This design comes from an exercise in tuning for small area and a short achievable clock period on the open sky130 flow, not from production work.
The RTL was checked by simulation tests, not by an equivalence proof against the original design.

== JK ==
Design cvu, start of the top module:
module cvu (
    input  wire        clk,
    input  wire        rst,           
    input  wire [1:0]  cfg_poly,      
    input  wire        cfg_guard,     
    input  wire [31:0] cfg_xor,       
    input  wire        in_valid,
    input  wire        in_first,      
    input  wire        in_last,       
    input  wire [5:0]  in_words,      
    input  wire [63:0] in_guard,      
    input  wire [2:0]  in_nbytes,     
    input  wire [63:0] in_data,       
    input  wire        sw_we,
    input  wire [1:0]  sw_addr,       
    input  wire [31:0] sw_wdata,
    output reg  [31:0] cvrun,
    output wire [31:0] cvres,
    output reg         lostf,
    output reg         matchf,
    output reg         misf,
    output reg  [15:0] cvlost,
    output wire        busy
);
    localparam DEPTH = 32;
    localparam W     = 38;            
    reg [W-1:0] ent [0:DEPTH-1];
    reg [DEPTH-1:0] rsel;             
    reg [5:0]  wp, rp;                
    reg        in_acc;                
    reg [1:0]  in_poly;               
    wire [5:0] occ  = wp - rp;
    wire [6:0] room = DEPTH - {1'b0, occ};
    wire fit0   = {1'b0, in_words} <= room;
    wire fit1   = {1'b0, in_words} <  room;
    wire start  = in_valid && in_first;
    wire admit  = start && (cfg_guard ? fit1 : fit0);
    wire lose   = start && !admit;
    wire take   = in_valid && !in_first && in_acc;
    wire gword  = admit && cfg_guard;
    wire put    = admit || take;
    wire [1:0]   bpoly  = in_first ? cfg_poly : in_poly;
    reg  [63:0]  dmask;
    integer k;
    always @(*)
        for (k = 0; k < 8; k = k + 1)
            dmask[8*k +: 8] = (k <= in_nbytes) ? 8'hFF : 8'h00;
    wire [63:0]  dm     = in_data & dmask;
    wire ld_t0 = dm[55] ^ dm[63];
    wire ld_t1 = dm[42] ^ dm[58];
    wire ld_t2 = dm[37] ^ dm[41];
    wire ld_t3 = dm[38] ^ dm[40];
    wire ld_t4 = dm[39] ^ dm[57];
    wire ld_t5 = dm[35] ^ dm[53];
    wire ld_t6 = dm[36] ^ dm[54];
    wire ld_t7 = dm[43] ^ dm[59];
    wire ld_t8 = dm[45] ^ dm[61];
    wire ld_t9 = dm[33] ^ dm[46];
    wire ld_t10 = dm[34] ^ dm[47];
    wire ld_t11 = dm[44] ^ dm[49];
    wire ld_t12 = dm[48] ^ dm[60];
    wire ld_t13 = dm[32] ^ dm[50];
    wire ld_t14 = dm[51] ^ ld_t1;
  ...
For scale: roughly 6,300 cells after synthesis, roughly 78,000 µm² of cells after synthesis.
Settings: LEC_CHECK=0, CAP_MARGIN=20, CORE_MARGIN=2, CORE_UTILIZATION=40, SLEW_MARGIN=20; clock period 20.0 ns.
standard.sh (not shown) runs the stock make flow with config.mk's settings and CLKGATE_MAP_FILE= SYNTH_SCRIPT=/design/flow/synth_recipe.tcl, a recipe that flattens the netlist after the stock synthesis.
==> flow/flow/run.sh <==
#!/bin/bash
# The standard layout, with two changes to how it is made:
# - plain buf_1 cells as the port buffers (the default picks a slow
#   clock-delay buffer for them);
# - timing repair aims for more setup slack than zero, so that the layout's
#   paths come out close to the shortest clock period the ports allow.
set -euo pipefail
export BUFFER_PORTS_ARGS="-buffer_cell sky130_fd_sc_hd__buf_1"
export SETUP_SLACK_MARGIN=11.5
bash standard.sh > standard_flow.log 2>&1
JK went all the way through synthesis, placement and routing and the layout is clean on timing, DRC and antenna.
#### Input delta (MS over JK)
diff --git a/flow/design.v b/flow/design.v
--- a/flow/design.v
+++ b/flow/design.v
@@ -615,23 +615,30 @@
     reg [31:0] acc;
     reg        mid_item;              
     reg        pend_run, pend_exp;
     reg [31:0] pend_run_d, pend_exp_d;
     wire        apply_run = pend_run && !mid_item;
     wire        apply_exp = pend_exp && !mid_item;
     wire        nonempty  = (occ != 6'd0);
     wire        pop       = nonempty && !apply_run;
-    reg  [W-1:0] head;
+    reg  [W-1:0] hreg;
+    wire [DEPTH-1:0] nsel = pop ? {rsel[DEPTH-2:0], rsel[DEPTH-1]} : rsel;
+    reg  [W-1:0] nold;
     integer h;
     always @(*) begin
-        head = {W{1'b0}};
+        nold = {W{1'b0}};
         for (h = 0; h < DEPTH; h = h + 1)
-            head = head | ({W{rsel[h]}} & ent[h]);
+            nold = nold | ({W{nsel[h]}} & ent[h]);
     end
+    wire         bypass = (occ == 6'd0) || (occ == 6'd1 && pop);
+    wire [W-1:0] first  = gword ? w_grd : w_beat;
+    always @(posedge clk)
+        hreg <= bypass ? first : nold;
+    wire [W-1:0] head  = hreg;
     wire [31:0]  hr    = head[31:0];
     wire [2:0]   hnb   = head[34:32];
     wire         hlast = head[35];
     wire [1:0]   hpoly = head[37:36];
     wire [31:0] wv  = mid_item ? acc : cvrun;
     wire [31:0] vm  = (hpoly == 2'd2) ? {16'd0, wv[15:0]} : wv;
     wire [31:0] u   = vm ^ hr;
     wire [63:0] win = {32'd0, u} << {~hnb, 3'b000};
Notes after the runs:
Summary: final period demand of the worst path, MS worse than JK
MS: number of instances in the synthesized netlist about 5% above JK
Going from JK to MS, final design area excluding fillers climbed about 4%; proportion of final cell area spent on non-clock buffers went down 0.51 points; final-layout clock buffer total increased by 34 relative to the old numbers; initial cell density of the core level.
In the tables for JK and MS, global-route usage reads lower with JK.

static timing again, ports no longer ideal:
How much do the figures lean on ideal ports? The routed layouts below were timed once more, with nothing changed but the port constraints. Step 1, drivers: a clkbuf_16 drives clk and a buf_2 each remaining input, both assumed. Step 2 adds t to the input delays and takes it off the output delays; t is the mean of the earliest and latest rising clock arrival at the registers after step 1. Input paths then give back, and output paths get back, about the clock's delay inside the block. Three values: no drivers, after step 1, after step 2; two values: the first two.
run	t (ns)	setup slack, ns	worst setup path at the end	clock arrival spread, ns	worst data-port slew with drivers (ns)
JK	0.846	11.226 / 11.188 / 10.827	input to register	0.051 / 0.050	0.08
MS	0.900	11.177 / 11.139 / 10.738	input to register	0.098 / 0.099	0.21
After both steps every run listed still meets setup and hold. The setup slack of MS, which loses most, moves by -0.038 ns with the drivers and by -0.439 ns with both steps.
